What follows belongs to an exercise in optimizing a design on an open flow for small area, a short achievable clock period and few clock cycles per item; a production flow would make more cautious choices.
Where RTL was checked, it was by simulation tests only, not by an equivalence proof against the original.

==> inputs of build 70 <==
// rafter_level
module rafter_level (
    input  wire        clk,
    input  wire        rst,
    input  wire        in_valid,
    output wire        in_ready,
    input  wire [9:0]  floor_lvl,
    input  wire [9:0]  intensity,
    input  wire [9:0]  wave_min,
    input  wire [9:0]  wave_max,
    input  wire        c0_hit,
    input  wire [9:0]  c0_level,
    input  wire        c1_hit,
    input  wire [9:0]  c1_level,
    input  wire        follow,
    input  wire [15:0] y,
    input  wire [15:0] yage,
    input  wire [15:0] dl_timeout,
    input  wire [9:0]  dl_lo,
    input  wire [9:0]  dl_hi,
    input  wire [9:0]  dl_min,
    input  wire [15:0] ramp_up,
    input  wire [15:0] ramp_down,
    input  wire [9:0]  deadband,
    input  wire [15:0] refresh,
    input  wire        tick,
    input  wire [15:0] l_in,
    input  wire [9:0]  last_sent_in,
    input  wire        c0_active_in,
    input  wire        pending_in,
    input  wire        refresh_only_in,
    input  wire [15:0] refresh_tmr_in,
    output reg         out_valid,
    input  wire        out_ready,
    output wire [15:0] l_out,
    output wire [9:0]  last_sent_out,
    output wire        c0_active_out,
    output wire        pending_out,
    output wire        refresh_only_out,
    output wire [15:0] refresh_tmr_out,
    output wire        released
);
export LEC_CHECK = 0
export CAP_MARGIN = 20
export CORE_MARGIN = 2
export CORE_UTILIZATION = 40
export CTS_CLUSTER_SIZE = 22
export SLEW_MARGIN = 20
create_clock -name core_clock -period 70.0 [get_ports {clk}]
run.sh (not shown) runs the stock make flow with config.mk's settings and CLKGATE_MAP_FILE= SYNTH_SCRIPT=/design/flow/synth_recipe.tcl, a recipe that flattens the netlist after the stock synthesis.
==> build 20 (differences from build 70) <==
--- a/flow/design.v
+++ b/flow/design.v
@@ -156,10 +156,17 @@
         begin
             for (k = 0; k < 4; k = k + 1)
                 cmp4eq[k] = a[4 * k +: 4] == b[4 * k +: 4];
         end
     endfunction
+    function [12:0] add12(input [11:0] a, input [11:0] b, input ci);
+        reg [16:0] t;
+        begin
+            t = add16({4'd0, a}, {4'd0, b}, ci);
+            add12 = t[12:0];
+        end
+    endfunction
     function [19:0] mul10cs(input [9:0] a, input [9:0] b);
         integer r;
         reg [19:0] s, c, pp, t;
         begin
             s = {10'd0, a & {10{b[0]}}};
@@ -390,13 +397,10 @@
     wire [0:0] q4 = ds4[11];
     wire [9:0] rm4 = q4 ? ds4[9:0] : {rm5[8:0], cb4_p2};
     wire [12:0] ds3 = add12g({1'b0, rm4, cb3_p2}, {2'b01, nsp_p2}, 1'b1);
     wire [0:0] q3 = ds3[11];
     wire [9:0] rm3 = q3 ? ds3[9:0] : {rm4[8:0], cb3_p2};
-    wire [12:0] ds2 = add12g({1'b0, rm3, cb2_p2}, {2'b01, nsp_p2}, 1'b1);
-    wire [0:0] q2 = ds2[11];
-    wire [9:0] rm2 = q2 ? ds2[9:0] : {rm3[8:0], cb2_p2};
     reg  [9:0] ls_p3;
     reg  [0:0] c0_p3;
     reg  [0:0] rel_p3;
     reg  [0:0] p_b_p3;
     reg  [0:0] r_b_p3;
@@ -406,19 +410,19 @@
     reg  [15:0] l_lo_p3;
     reg  [9:0] nsp_p3;
     reg  [9:0] pre_p3;
     reg  [0:0] cb0_p3;
     reg  [0:0] cb1_p3;
+    reg  [0:0] cb2_p3;
     reg  [0:0] q9_p3;
     reg  [0:0] q8_p3;
     reg  [0:0] q7_p3;
     reg  [0:0] q6_p3;
     reg  [0:0] q5_p3;
     reg  [0:0] q4_p3;
     reg  [0:0] q3_p3;
-    reg  [0:0] q2_p3;
-    reg  [9:0] rm2_p3;
+    reg  [9:0] rm3_p3;
     always @(posedge clk) if (adv) begin
         ls_p3 <= ls_p2;
         c0_p3 <= c0_p2;
         rel_p3 <= rel_p2;
         p_b_p3 <= p_b_p2;
@@ -429,38 +433,38 @@
         l_lo_p3 <= l_lo_p2;
         nsp_p3 <= nsp_p2;
         pre_p3 <= pre_p2;
         cb0_p3 <= cb0_p2;
         cb1_p3 <= cb1_p2;
+        cb2_p3 <= cb2_p2;
         q9_p3 <= q9_p2;
         q8_p3 <= q8_p2;
         q7_p3 <= q7;
         q6_p3 <= q6;
         q5_p3 <= q5;
         q4_p3 <= q4;
         q3_p3 <= q3;
-        q2_p3 <= q2;
-        rm2_p3 <= rm2;
+        rm3_p3 <= rm3;
     end
-    wire [12:0] ds1 = add12g({1'b0, rm2_p3, cb1_p3}, {2'b01, nsp_p3}, 1'b1);
+    wire [12:0] ds2 = add12g({1'b0, rm3_p3, cb2_p3}, {2'b01, nsp_p3}, 1'b1);
+    wire [0:0] q2 = ds2[11];
+    wire [9:0] rm2 = q2 ? ds2[9:0] : {rm3_p3[8:0], cb2_p3};
+    wire [12:0] ds1 = add12g({1'b0, rm2, cb1_p3}, {2'b01, nsp_p3}, 1'b1);
     wire [0:0] q1 = ds1[11];
-    wire [9:0] rm1 = q1 ? ds1[9:0] : {rm2_p3[8:0], cb1_p3};
+    wire [9:0] rm1 = q1 ? ds1[9:0] : {rm2[8:0], cb1_p3};
     wire [12:0] ds0 = add12g({1'b0, rm1, cb0_p3}, {2'b01, nsp_p3}, 1'b1);
     wire [0:0] q0 = ds0[11];
-    wire [10:0] ub = {1'b0, ls_p3} + {1'b0, db_p3};
-    wire [10:0] lbv = {1'b0, ls_p3} - {1'b0, db_p3};
-    wire [0:0] f_lo = ge16({6'd0, l_lo_p3[15:6]}, {5'd0, ub}) || (!lbv[10] && ge16({6'd0, lbv[9:0]}, {6'd0, l_lo_p3[15:6]}));
-    wire [0:0] f_hi = ge16({6'd0, l_hi_p3[15:6]}, {5'd0, ub}) || (!lbv[10] && ge16({6'd0, lbv[9:0]}, {6'd0, l_hi_p3[15:6]}));
-    wire [0:0] ne_lo = l_lo_p3[15:6] != ls_p3;
-    wire [9:0] ceiling = ~{q9_p3, q8_p3, q7_p3, q6_p3, q5_p3, q4_p3, q3_p3, q2_p3, q1, q0};
+    wire [10:0] ub = add16({6'd0, ls_p3}, {6'd0, db_p3}, 1'b0);
+    wire [10:0] lbv = add16({6'd0, ls_p3}, {6'h3f, ~db_p3}, 1'b1);
+    wire [9:0] ceiling = ~{q9_p3, q8_p3, q7_p3, q6_p3, q5_p3, q4_p3, q3_p3, q2, q1, q0};
     wire [9:0] target = ge16g({6'd0, pre_p3}, {6'd0, ceiling}) ? ceiling : pre_p3;
     wire [0:0] below = !ge16g({target, 6'd0}, l_lo_p3);
     wire [0:0] above = !ge16g({6'd0, l_hi_p3[15:6]}, {6'd0, target});
     wire [15:0] l_new = below ? l_lo_p3 : above ? l_hi_p3 : {target, 6'd0};
-    wire [0:0] f_t = ge16g({6'd0, target}, {5'd0, ub}) || (!lbv[10] && ge16g({6'd0, lbv[9:0]}, {6'd0, target}));
-    wire [0:0] eq = below ? (l_lo_p3[15:6] == target && ne_lo) : !above && target != ls_p3;
-    wire [0:0] fd = below ? f_lo : above ? f_hi : f_t;
+    wire [9:0] lvl = l_new[15:6];
+    wire [0:0] fd = ge16g({6'd0, lvl}, {5'd0, ub}) || (!lbv[10] && ge16g({6'd0, lbv[9:0]}, {6'd0, lvl}));
+    wire [0:0] eq = lvl == target && lvl != ls_p3;
     wire [0:0] other = rel_p3 || fd || eq;
     wire [0:0] pend = !c0_p3 && (other || p_b_p3);
     wire [0:0] ronly = !c0_p3 && !other && r_b_p3;
     reg  [15:0] h_l_out, k_l_out;
     reg  [9:0] h_last_sent_out, k_last_sent_out;
==> flow/config.mk (replaced) <==
export PLATFORM = sky130hd
export DESIGN_NAME = rafter_level
export DESIGN_NICKNAME = rafter_level
export VERILOG_FILES = /design/flow/design.v
export SDC_FILE = /design/flow/constraint.sdc
export NUM_CORES = 4
export LEC_CHECK = 0
export ABC_AREA = 1
export CAP_MARGIN = 20
export CORE_MARGIN = 2
export CORE_UTILIZATION = 40
export CTS_CLUSTER_DIAMETER = 100
export CTS_CLUSTER_SIZE = 26
export SLEW_MARGIN = 20
==> build 76 (differences from build 70) <==
--- a/flow/design.v
+++ b/flow/design.v
@@ -137,29 +137,10 @@
                 c = (g[k + 1] | (p[k + 1] & g[k])) | ((p[k + 1] & p[k]) & c);
             end
             add24g[24] = c;
         end
     endfunction
-    function [3:0] cmp4gt(input [15:0] a, input [15:0] b);
-        integer k, i;
-        reg g;
-        begin
-            for (k = 0; k < 4; k = k + 1) begin
-                g = 1'b0;
-                for (i = 0; i < 4; i = i + 1)
-                    g = (a[4 * k + i] & ~b[4 * k + i]) | (~(a[4 * k + i] ^ b[4 * k + i]) & g);
-                cmp4gt[k] = g;
-            end
-        end
-    endfunction
-    function [3:0] cmp4eq(input [15:0] a, input [15:0] b);
-        integer k;
-        begin
-            for (k = 0; k < 4; k = k + 1)
-                cmp4eq[k] = a[4 * k +: 4] == b[4 * k +: 4];
-        end
-    endfunction
     function [19:0] mul10cs(input [9:0] a, input [9:0] b);
         integer r;
         reg [19:0] s, c, pp, t;
         begin
             s = {10'd0, a & {10{b[0]}}};
@@ -226,94 +207,95 @@
     wire [9:0] i_last_sent_in = last_sent_in;
     wire [0:0] i_c0_active_in = c0_active_in;
     wire [0:0] i_pending_in = pending_in;
     wire [0:0] i_refresh_only_in = refresh_only_in;
     wire [15:0] i_refresh_tmr_in = refresh_tmr_in;
-    wire [9:0] ls = c0 ? i_c0_level : i_last_sent_in;
+    wire [9:0] ls = i_c0_hit ? i_c0_level : i_last_sent_in;
     wire [0:0] c0 = i_c0_hit;
-    wire [0:0] ref_nz = i_refresh != 16'd0;
+    wire [0:0] rel = !i_c0_hit && i_c0_active_in;
+    wire [0:0] due = (i_refresh != 16'd0) && (i_refresh_tmr_in == 16'd0 || (i_tick && i_refresh_tmr_in == 16'd1));
+    wire [0:0] p_b = !i_c0_hit && (due || i_pending_in);
+    wire [0:0] r_b = !i_c0_hit && ((due && !i_pending_in) || i_refresh_only_in);
     wire [9:0] crng = ~i_dl_min;
     wire [9:0] db = i_deadband;
+    wire [0:0] i_nz = !i_c1_hit && |i_intensity;
     wire [9:0] wi = i_intensity;
+    wire [9:0] wmin = i_wave_min;
     wire [9:0] flr = i_c1_hit ? i_c1_level : i_floor_lvl;
-    wire [0:0] ceil_pre = !i_c0_hit && !i_c1_hit && i_follow && i_y[15];
-    wire [3:0] to_gt = cmp4gt(i_dl_timeout, i_yage);
-    wire [3:0] to_eq = cmp4eq(i_dl_timeout, i_yage);
     reg  [9:0] i_wave_min_p1;
     reg  [9:0] i_wave_max_p1;
+    reg  [0:0] i_c0_hit_p1;
     reg  [0:0] i_c1_hit_p1;
+    reg  [0:0] i_follow_p1;
     reg  [15:0] i_y_p1;
+    reg  [15:0] i_yage_p1;
+    reg  [15:0] i_dl_timeout_p1;
     reg  [9:0] i_dl_lo_p1;
     reg  [9:0] i_dl_hi_p1;
     reg  [15:0] i_ramp_up_p1;
     reg  [15:0] i_ramp_down_p1;
     reg  [0:0] i_tick_p1;
     reg  [15:0] i_l_in_p1;
-    reg  [0:0] i_c0_active_in_p1;
-    reg  [0:0] i_pending_in_p1;
-    reg  [0:0] i_refresh_only_in_p1;
     reg  [15:0] i_refresh_tmr_in_p1;
     reg  [9:0] ls_p1;
     reg  [0:0] c0_p1;
-    reg  [0:0] ref_nz_p1;
+    reg  [0:0] rel_p1;
+    reg  [0:0] p_b_p1;
+    reg  [0:0] r_b_p1;
     reg  [9:0] crng_p1;
     reg  [9:0] db_p1;
+    reg  [0:0] i_nz_p1;
     reg  [9:0] wi_p1;
+    reg  [9:0] wmin_p1;
     reg  [9:0] flr_p1;
-    reg  [0:0] ceil_pre_p1;
-    reg  [3:0] to_gt_p1;
-    reg  [3:0] to_eq_p1;
     always @(posedge clk) if (adv) begin
         i_wave_min_p1 <= i_wave_min;
         i_wave_max_p1 <= i_wave_max;
+        i_c0_hit_p1 <= i_c0_hit;
         i_c1_hit_p1 <= i_c1_hit;
+        i_follow_p1 <= i_follow;
         i_y_p1 <= i_y;
+        i_yage_p1 <= i_yage;
+        i_dl_timeout_p1 <= i_dl_timeout;
         i_dl_lo_p1 <= i_dl_lo;
         i_dl_hi_p1 <= i_dl_hi;
         i_ramp_up_p1 <= i_ramp_up;
         i_ramp_down_p1 <= i_ramp_down;
         i_tick_p1 <= i_tick;
         i_l_in_p1 <= i_l_in;
-        i_c0_active_in_p1 <= i_c0_active_in;
-        i_pending_in_p1 <= i_pending_in;
-        i_refresh_only_in_p1 <= i_refresh_only_in;
         i_refresh_tmr_in_p1 <= i_refresh_tmr_in;
         ls_p1 <= ls;
         c0_p1 <= c0;
-        ref_nz_p1 <= ref_nz;
+        rel_p1 <= rel;
+        p_b_p1 <= p_b;
+        r_b_p1 <= r_b;
         crng_p1 <= crng;
         db_p1 <= db;
+        i_nz_p1 <= i_nz;
         wi_p1 <= wi;
+        wmin_p1 <= wmin;
         flr_p1 <= flr;
-        ceil_pre_p1 <= ceil_pre;
-        to_gt_p1 <= to_gt;
-        to_eq_p1 <= to_eq;
     end
-    wire [0:0] rel = !c0_p1 && i_c0_active_in_p1;
-    wire [0:0] due = ref_nz_p1 && (i_refresh_tmr_in_p1 == 16'd0 || (i_tick_p1 && i_refresh_tmr_in_p1 == 16'd1));
-    wire [0:0] p_b = !c0_p1 && (due || i_pending_in_p1);
-    wire [0:0] r_b = !c0_p1 && ((due && !i_pending_in_p1) || i_refresh_only_in_p1);
     wire [16:0] ws_s = add16g({6'd0, i_wave_max_p1}, {6'h3f, ~i_wave_min_p1}, 1'b1);
     wire [9:0] ws = ws_s[9:0];
-    wire [0:0] i_nz = !i_c1_hit_p1 && |wi_p1;
-    wire [16:0] tmr_s = add16(i_refresh_tmr_in_p1, 16'hffff, 1'b0);
+    wire [16:0] tmr_s = add16g(i_refresh_tmr_in_p1, 16'hffff, 1'b0);
     wire [15:0] tmr = (!c0_p1 && i_tick_p1 && i_refresh_tmr_in_p1 != 16'd0) ? tmr_s[15:0] : i_refresh_tmr_in_p1;
-    wire [16:0] up_s = add16(i_l_in_p1, i_ramp_up_p1, 1'b0);
-    wire [16:0] dn_s = add16(i_l_in_p1, ~i_ramp_down_p1, 1'b1);
+    wire [16:0] up_s = add16g(i_l_in_p1, i_ramp_up_p1, 1'b0);
+    wire [16:0] dn_s = add16g(i_l_in_p1, ~i_ramp_down_p1, 1'b1);
     wire [15:0] l_hi = c0_p1 ? {ls_p1, 6'd0} : (i_ramp_up_p1 == 16'd0 || up_s[16]) ? 16'hffff : up_s[15:0];
     wire [15:0] l_lo = c0_p1 ? {ls_p1, 6'd0} : (i_ramp_down_p1 == 16'd0 || !dn_s[16]) ? 16'h0000 : dn_s[15:0];
-    wire [0:0] ceil_on = ceil_pre_p1 && (to_gt_p1[3] || (to_eq_p1[3] && (to_gt_p1[2] || (to_eq_p1[2] && (to_gt_p1[1] || (to_eq_p1[1] && (to_gt_p1[0] || to_eq_p1[0])))))));
+    wire [0:0] ceil_on = !i_c0_hit_p1 && !i_c1_hit_p1 && i_follow_p1 && i_y_p1[15] && ge16g(i_dl_timeout_p1, i_yage_p1);
     wire [16:0] sp_s = add16g({6'd0, i_dl_hi_p1}, {6'h3f, ~i_dl_lo_p1}, 1'b1);
     wire [16:0] yo_s = add16g({6'd0, i_y_p1[9:0]}, {6'h3f, ~i_dl_lo_p1}, 1'b1);
     wire [0:0] y_gt_lo = !ge16g({6'd0, i_dl_lo_p1}, {6'd0, i_y_p1[9:0]});
     wire [0:0] y_ge_hi = ge16g({6'd0, i_y_p1[9:0]}, {6'd0, i_dl_hi_p1});
     wire [9:0] nsp = ~sp_s[9:0];
     wire [9:0] yc = !(ceil_on && y_gt_lo) ? 10'd0 : y_ge_hi ? sp_s[9:0] : yo_s[9:0];
     wire [19:0] wx = mul10cs(ws, wi_p1);
     wire [0:0] wc = ge16g({6'd0, wx[9:0]}, {6'd0, ~wx[19:10]});
-    wire [16:0] wv_s = add16g({6'd0, i_wave_min_p1}, {6'd0, wx[19:10]}, wc);
-    wire [9:0] wv = wv_s[9:0] & {10{i_nz}};
+    wire [16:0] wv_s = add16g({6'd0, wmin_p1}, {6'd0, wx[19:10]}, wc);
+    wire [9:0] wv = wv_s[9:0] & {10{i_nz_p1}};
     wire [9:0] pre = ge16g({6'd0, wv}, {6'd0, flr_p1}) ? wv : flr_p1;
     wire [19:0] cn = mul10cs(yc, crng_p1);
     wire [9:0] cnh = cn[19:10];
     wire [0:0] cb0 = cn[0];
     wire [0:0] cb1 = cn[1];
@@ -326,13 +308,10 @@
     wire [0:0] cb8 = cn[8];
     wire [0:0] cb9 = cn[9];
     wire [12:0] ds9 = add12g({1'b0, cnh, cb9}, {2'b01, nsp}, 1'b1);
     wire [0:0] q9 = ds9[11];
     wire [9:0] rm9 = q9 ? ds9[9:0] : {cnh[8:0], cb9};
-    wire [12:0] ds8 = add12g({1'b0, rm9, cb8}, {2'b01, nsp}, 1'b1);
-    wire [0:0] q8 = ds8[11];
-    wire [9:0] rm8 = q8 ? ds8[9:0] : {rm9[8:0], cb8};
     reg  [9:0] ls_p2;
     reg  [0:0] c0_p2;
     reg  [0:0] rel_p2;
     reg  [0:0] p_b_p2;
     reg  [0:0] r_b_p2;
@@ -348,19 +327,19 @@
     reg  [0:0] cb3_p2;
     reg  [0:0] cb4_p2;
     reg  [0:0] cb5_p2;
     reg  [0:0] cb6_p2;
     reg  [0:0] cb7_p2;
+    reg  [0:0] cb8_p2;
     reg  [0:0] q9_p2;
-    reg  [0:0] q8_p2;
-    reg  [9:0] rm8_p2;
+    reg  [9:0] rm9_p2;
     always @(posedge clk) if (adv) begin
         ls_p2 <= ls_p1;
         c0_p2 <= c0_p1;
-        rel_p2 <= rel;
-        p_b_p2 <= p_b;
-        r_b_p2 <= r_b;
+        rel_p2 <= rel_p1;
+        p_b_p2 <= p_b_p1;
+        r_b_p2 <= r_b_p1;
         db_p2 <= db_p1;
         tmr_p2 <= tmr;
         l_hi_p2 <= l_hi;
         l_lo_p2 <= l_lo;
         nsp_p2 <= nsp;
@@ -371,17 +350,20 @@
         cb3_p2 <= cb3;
         cb4_p2 <= cb4;
         cb5_p2 <= cb5;
         cb6_p2 <= cb6;
         cb7_p2 <= cb7;
+        cb8_p2 <= cb8;
         q9_p2 <= q9;
-        q8_p2 <= q8;
-        rm8_p2 <= rm8;
+        rm9_p2 <= rm9;
     end
-    wire [12:0] ds7 = add12g({1'b0, rm8_p2, cb7_p2}, {2'b01, nsp_p2}, 1'b1);
+    wire [12:0] ds8 = add12g({1'b0, rm9_p2, cb8_p2}, {2'b01, nsp_p2}, 1'b1);
+    wire [0:0] q8 = ds8[11];
+    wire [9:0] rm8 = q8 ? ds8[9:0] : {rm9_p2[8:0], cb8_p2};
+    wire [12:0] ds7 = add12g({1'b0, rm8, cb7_p2}, {2'b01, nsp_p2}, 1'b1);
     wire [0:0] q7 = ds7[11];
-    wire [9:0] rm7 = q7 ? ds7[9:0] : {rm8_p2[8:0], cb7_p2};
+    wire [9:0] rm7 = q7 ? ds7[9:0] : {rm8[8:0], cb7_p2};
     wire [12:0] ds6 = add12g({1'b0, rm7, cb6_p2}, {2'b01, nsp_p2}, 1'b1);
     wire [0:0] q6 = ds6[11];
     wire [9:0] rm6 = q6 ? ds6[9:0] : {rm7[8:0], cb6_p2};
     wire [12:0] ds5 = add12g({1'b0, rm6, cb5_p2}, {2'b01, nsp_p2}, 1'b1);
     wire [0:0] q5 = ds5[11];
@@ -390,13 +372,10 @@
     wire [0:0] q4 = ds4[11];
     wire [9:0] rm4 = q4 ? ds4[9:0] : {rm5[8:0], cb4_p2};
     wire [12:0] ds3 = add12g({1'b0, rm4, cb3_p2}, {2'b01, nsp_p2}, 1'b1);
     wire [0:0] q3 = ds3[11];
     wire [9:0] rm3 = q3 ? ds3[9:0] : {rm4[8:0], cb3_p2};
-    wire [12:0] ds2 = add12g({1'b0, rm3, cb2_p2}, {2'b01, nsp_p2}, 1'b1);
-    wire [0:0] q2 = ds2[11];
-    wire [9:0] rm2 = q2 ? ds2[9:0] : {rm3[8:0], cb2_p2};
     reg  [9:0] ls_p3;
     reg  [0:0] c0_p3;
     reg  [0:0] rel_p3;
     reg  [0:0] p_b_p3;
     reg  [0:0] r_b_p3;
@@ -406,19 +385,19 @@
     reg  [15:0] l_lo_p3;
     reg  [9:0] nsp_p3;
     reg  [9:0] pre_p3;
     reg  [0:0] cb0_p3;
     reg  [0:0] cb1_p3;
+    reg  [0:0] cb2_p3;
     reg  [0:0] q9_p3;
     reg  [0:0] q8_p3;
     reg  [0:0] q7_p3;
     reg  [0:0] q6_p3;
     reg  [0:0] q5_p3;
     reg  [0:0] q4_p3;
     reg  [0:0] q3_p3;
-    reg  [0:0] q2_p3;
-    reg  [9:0] rm2_p3;
+    reg  [9:0] rm3_p3;
     always @(posedge clk) if (adv) begin
         ls_p3 <= ls_p2;
         c0_p3 <= c0_p2;
         rel_p3 <= rel_p2;
         p_b_p3 <= p_b_p2;
@@ -429,31 +408,34 @@
         l_lo_p3 <= l_lo_p2;
         nsp_p3 <= nsp_p2;
         pre_p3 <= pre_p2;
         cb0_p3 <= cb0_p2;
         cb1_p3 <= cb1_p2;
+        cb2_p3 <= cb2_p2;
         q9_p3 <= q9_p2;
-        q8_p3 <= q8_p2;
+        q8_p3 <= q8;
         q7_p3 <= q7;
         q6_p3 <= q6;
         q5_p3 <= q5;
         q4_p3 <= q4;
         q3_p3 <= q3;
-        q2_p3 <= q2;
-        rm2_p3 <= rm2;
+        rm3_p3 <= rm3;
     end
-    wire [12:0] ds1 = add12g({1'b0, rm2_p3, cb1_p3}, {2'b01, nsp_p3}, 1'b1);
+    wire [12:0] ds2 = add12g({1'b0, rm3_p3, cb2_p3}, {2'b01, nsp_p3}, 1'b1);
+    wire [0:0] q2 = ds2[11];
+    wire [9:0] rm2 = q2 ? ds2[9:0] : {rm3_p3[8:0], cb2_p3};
+    wire [12:0] ds1 = add12g({1'b0, rm2, cb1_p3}, {2'b01, nsp_p3}, 1'b1);
     wire [0:0] q1 = ds1[11];
-    wire [9:0] rm1 = q1 ? ds1[9:0] : {rm2_p3[8:0], cb1_p3};
+    wire [9:0] rm1 = q1 ? ds1[9:0] : {rm2[8:0], cb1_p3};
     wire [12:0] ds0 = add12g({1'b0, rm1, cb0_p3}, {2'b01, nsp_p3}, 1'b1);
     wire [0:0] q0 = ds0[11];
     wire [10:0] ub = {1'b0, ls_p3} + {1'b0, db_p3};
     wire [10:0] lbv = {1'b0, ls_p3} - {1'b0, db_p3};
-    wire [0:0] f_lo = ge16({6'd0, l_lo_p3[15:6]}, {5'd0, ub}) || (!lbv[10] && ge16({6'd0, lbv[9:0]}, {6'd0, l_lo_p3[15:6]}));
-    wire [0:0] f_hi = ge16({6'd0, l_hi_p3[15:6]}, {5'd0, ub}) || (!lbv[10] && ge16({6'd0, lbv[9:0]}, {6'd0, l_hi_p3[15:6]}));
+    wire [0:0] f_lo = ge16g({6'd0, l_lo_p3[15:6]}, {5'd0, ub}) || (!lbv[10] && ge16g({6'd0, lbv[9:0]}, {6'd0, l_lo_p3[15:6]}));
+    wire [0:0] f_hi = ge16g({6'd0, l_hi_p3[15:6]}, {5'd0, ub}) || (!lbv[10] && ge16g({6'd0, lbv[9:0]}, {6'd0, l_hi_p3[15:6]}));
     wire [0:0] ne_lo = l_lo_p3[15:6] != ls_p3;
-    wire [9:0] ceiling = ~{q9_p3, q8_p3, q7_p3, q6_p3, q5_p3, q4_p3, q3_p3, q2_p3, q1, q0};
+    wire [9:0] ceiling = ~{q9_p3, q8_p3, q7_p3, q6_p3, q5_p3, q4_p3, q3_p3, q2, q1, q0};
     wire [9:0] target = ge16g({6'd0, pre_p3}, {6'd0, ceiling}) ? ceiling : pre_p3;
     wire [0:0] below = !ge16g({target, 6'd0}, l_lo_p3);
     wire [0:0] above = !ge16g({6'd0, l_hi_p3[15:6]}, {6'd0, target});
     wire [15:0] l_new = below ? l_lo_p3 : above ? l_hi_p3 : {target, 6'd0};
     wire [0:0] f_t = ge16g({6'd0, target}, {5'd0, ub}) || (!lbv[10] && ge16g({6'd0, lbv[9:0]}, {6'd0, target}));
--- a/flow/config.mk
+++ b/flow/config.mk
@@ -6,7 +6,6 @@
 export NUM_CORES = 4
 export LEC_CHECK = 0
 export CAP_MARGIN = 20
 export CORE_MARGIN = 2
 export CORE_UTILIZATION = 40
-export CTS_CLUSTER_SIZE = 22
 export SLEW_MARGIN = 20
==> parameters.txt <==
Parameter                              Value

Logic synthesis
  Synthesized-area fraction occupied by ao, oa, aoi and oai cells ... 0.0650
  Most frequent cell after synthesis ... nand2_1

Critical path
  CP top delay family ... buffers and inverters
  Capturing point of the worst reg2reg path ... rm8_p2[9]

Run status
  Result of the run ... no timing/DRC/antenna violations

Final layout
  Fillers ... 7223
  Post-layout net count ... 3969
  Finished Core Util ... 0.469

Route
  Met3 wirelength from detailed routing ... 2300 um
Source of the figures above: build 20

==> parameters.txt <==
Parameter                              Value

Final layout
  Fillers ... 7221
  Post-layout net count ... 3776
  Area occupied by multi-input gates ... 0.0167 mm^2

Route
  Met3 wirelength from detailed routing ... 3760 um

STA
  Clock tree skew after final layout ... 0.0361 ns

Critical path
  Capturing point of the worst reg2reg path ... rm8_p2[5]
  CP top delay family ... buffers and inverters

Min path
  Worst Hold Depth ... 0

Logic synthesis
  Synthesized-area fraction occupied by ao, oa, aoi and oai cells ... 0.0941
  Most frequent cell after synthesis ... edfxtp_1

CTS
  TritonCTS clock tree ... done
  Clock insertion delay at the later pin of the skew report ... 0.63 ns

Run status
  Result of the run ... no timing/DRC/antenna violations
Source of the figures above: build 70

==> parameters.txt <==
Parameter                              Value

Die
  Initial core utilization ... 0.403

Run status
  Result of the run ... no timing/DRC/antenna violations

Final layout
  Finished Core Util ... 0.475
  Fillers ... 7782

Route
  Met3 wirelength from detailed routing ... 3120 um
  Average routed wire per standard cell ... 16.9 um

Logic synthesis
  Synthesized-area fraction occupied by ao, oa, aoi and oai cells ... 0.0937

Critical path
  CP top delay family ... compound AO/OA/AOI/OAI gates
  Critical path startpoint ... nsp_p2[0]
Source of the figures above: build 76

Testbench counts of build 20, summed over its fixed seeds: cycles 19,232, items 19,200.
Testbench counts of build 76, summed over its fixed seeds: cycles 19,232, items 19,200.
For build 70, only the layout was checked, not whether the RTL still works.

## re-timing with driven ports
How much do the figures lean on ideal ports? The routed layouts below were timed once more, with nothing changed but the port constraints.
Step 1 assumes that a clkbuf_16 drives the clock port and a buf_2 every other input.
Step 2 also shifts input and output timing later by t, the mid clock arrival at the registers, as if the neighbouring blocks saw the same clock.
a / b / c = ideal / step 1 / step 2; a / b = the first two.
| run | t (ns) | setup slack, ns | worst data-port slew with drivers (ns) |
|---|---|---|---|
| build 70 | 0.676 | 54.443 / 54.378 / 54.026 | 0.09 |
| build 20 | 0.651 | 54.439 / 54.378 / 54.260 | 0.11 |
| build 76 | 0.686 | 54.327 / 54.319 / 54.191 | 0.08 |
After both steps every run listed still meets setup and hold. The setup slack of build 70, which loses most, moves by -0.065 ns with the drivers and by -0.417 ns with both steps.
